This design comes from an exercise in tuning for small area, a short achievable clock period and few clock cycles per item on the open sky130 flow, not from production work.
The RTL was checked by simulation tests, not by an equivalence proof against the original design.

Setup of red:
==> flow/design.v (excerpt) <==
module kvx_bal (
    input  wire         clk,
    input  wire         rst,
    input  wire         cfg_we,
    input  wire [1:0]   cfg_addr,
    input  wire [15:0]  cfg_data,
    input  wire         in_valid,
    output wire         in_ready,
    input  wire [31:0]  in_incl,
    input  wire [511:0] in_cur,
    output reg          out_valid,
    output reg          out_changed,
    output reg          out_bal_err,
    output wire [511:0] out_trims
);
==> flow/config.mk <==
export PLATFORM = sky130hd
export DESIGN_NAME = kvx_bal
export DESIGN_NICKNAME = kvx_bal
export VERILOG_FILES = /design/flow/design.v
export SDC_FILE = /design/flow/constraint.sdc
export NUM_CORES = 4
export LEC_CHECK = 0
export ABC_CLOCK_PERIOD_IN_PS = 4300
export CAP_MARGIN = 20
export CORE_MARGIN = 2
export CORE_UTILIZATION = 55
export SLEW_MARGIN = 20
==> flow/constraint.sdc <==
create_clock -name core_clock -period 14.0 [get_ports {clk}]
set_input_delay 2.8000 -clock core_clock [delete_from_list [all_inputs] [get_ports {clk}]]
set_output_delay 2.8000 -clock core_clock [all_outputs]
set_load 0.01 [all_outputs]
standard.sh (not shown) runs the stock make flow with config.mk's settings and CLKGATE_MAP_FILE= SYNTH_SCRIPT=/design/flow/synth_recipe.tcl, a recipe that flattens the netlist after the stock synthesis.
==> flow/flow/run.sh <==
#!/bin/bash
# Layout: the standard flow (standard.sh, all steps), except that
#  - every input and output port is buffered with sky130_fd_sc_hd__buf_1
#    instead of the cell buffer_ports picks by itself;
set -euo pipefail
export BUFFER_PORTS_ARGS="-buffer_cell sky130_fd_sc_hd__buf_1"
export SETUP_SLACK_MARGIN=9.4
bash standard.sh > standard.log 2>&1
Per the final summary, red finished and its layout is clean on timing, DRC and antenna.
Testbench counts of red, summed over its fixed seeds: cycles 82,016, items 1,280.
Modified inputs, blue compared to red
--- a/flow/design.v
+++ b/flow/design.v
@@ -296,39 +296,39 @@
     kvx_bal_mul u_mul (.k(k_bal), .d(d1), .s(mso), .cy(mco));
     wire [18:0] q1w;
     wire [16:0] q1h;
     wire        q1sh, q1sl;
     kvx_bal_q1 u_q1 (.ms(ms), .mc(mc), .w(q1w), .h(q1h), .sh(q1sh), .sl(q1sl));
     wire [11:0] q2f;
     kvx_bal_q2 u_q2 (.w(w3r), .f(q2f));
     wire [16:0] gtm  = gr[17*tg +: 17];
     wire [15:0] gsel = {~gtm[16], gtm[15:1]};    
     always @(posedge clk) begin
         tg   <= ~ct[4:3];
         d1   <= $signed(iavg) - $signed(gsel);
-        v1   <= fw & chg & ginc[tg];
+        v1   <= fw & chg & ginc[tg] & ~rst;
         ms   <= mso;
         mc   <= mco;
-        v2   <= v1;
+        v2   <= v1 & ~rst;
         w3r  <= q1w;
         h3r  <= q1h;
         sh3  <= q1sh;
         sl3  <= q1sl;
-        v3   <= v2;
+        v3   <= v2 & ~rst;
         f4   <= q2f;
         hq4  <= h3r;
         sh4  <= sh3;
         sl4  <= sl3;
-        v4   <= v3;
-        v5   <= v4;
+        v4   <= v3 & ~rst;
+        v5   <= v4 & ~rst;
     end
     reg         cl;                         
     reg  [3:0]  do3;                        
     wire [15:0] mm = {~acc[15], acc[14:0]};
     wire [15:0] s30 = cl ? 16'd0 : ring[16*30 +: 16];
     wire [18:0] s31n;
     kvx_bal_pa u_pa (.v(s30), .add(v4), .h(hq4), .f(f4), .sh(sh4), .sl(sl4), .s(s31n));
     wire [15:0] pt [0:3];
     kvx_bal_pb u_pb (.s({ext, ring[16*31 +: 16]}), .clamp(v5), .sub(do3[3]), .m(mm),
                      .tmax(tmax), .t(pt[3]));
     genvar gj;
     generate
blue reached the final stage; the timing, design-rule and antenna checks on its layout passed. blue vs. red: share of the synthesized area in compound gates (AO/OA/AOI/OAI) fell 0.84 points, wire length on met2 fell 2.2%. blue -> red: design area flat. | number of antenna violations at the first check in global routing | blue vs red | about 24% lower |. Sort red and blue by total met3 wirelength after detailed routing desc -> top: red. Delta (blue minus red): synthesized cell count has decreased, count of placed standard cells in the final layout, fillers left out neither gained nor lost much, worst hold margin fell 33 ps, clock edge transition at the registers on the reported setup and hold paths saw little to no change, post-detailed-placement cell area roughly the same. blue vs. red: final worst setup slack higher, utilization was more or less identical.
Testbench counts of blue, summed over its fixed seeds: cycles 82,016, items 1,280.

## re-timing with driven ports
The results above use ideal ports. As a check the final layouts listed here were re-extracted and re-timed, cells and wires unchanged.
Step 1, drivers: a clkbuf_16 drives clk and a buf_2 each remaining input, both assumed.
Step 2 adds t to the input delays and takes it off the output delays; t is the mean of the earliest and latest rising clock arrival at the registers after step 1. Input paths then give back, and output paths get back, about the clock's delay inside the block.
Three values: ideal ports, drivers, drivers and shift; two values: the first two.
run | t, ns | slack for setup (ns) | clock arrival spread, ns | slew at the worst register clock pin (ns) | pins driven straight from the clock port
red | 0.772 | 9.401 / 9.325 / 9.065 | 0.038 / 0.038 | 0.07 / 0.07 | 1
blue | 0.767 | 9.422 / 9.347 / 9.000 | 0.050 / 0.050 | 0.07 / 0.07 | 1
After both steps every run listed still meets setup and hold. For blue, which loses most, drivers alone change the setup slack by -0.075 ns; drivers and shift together by -0.422 ns.
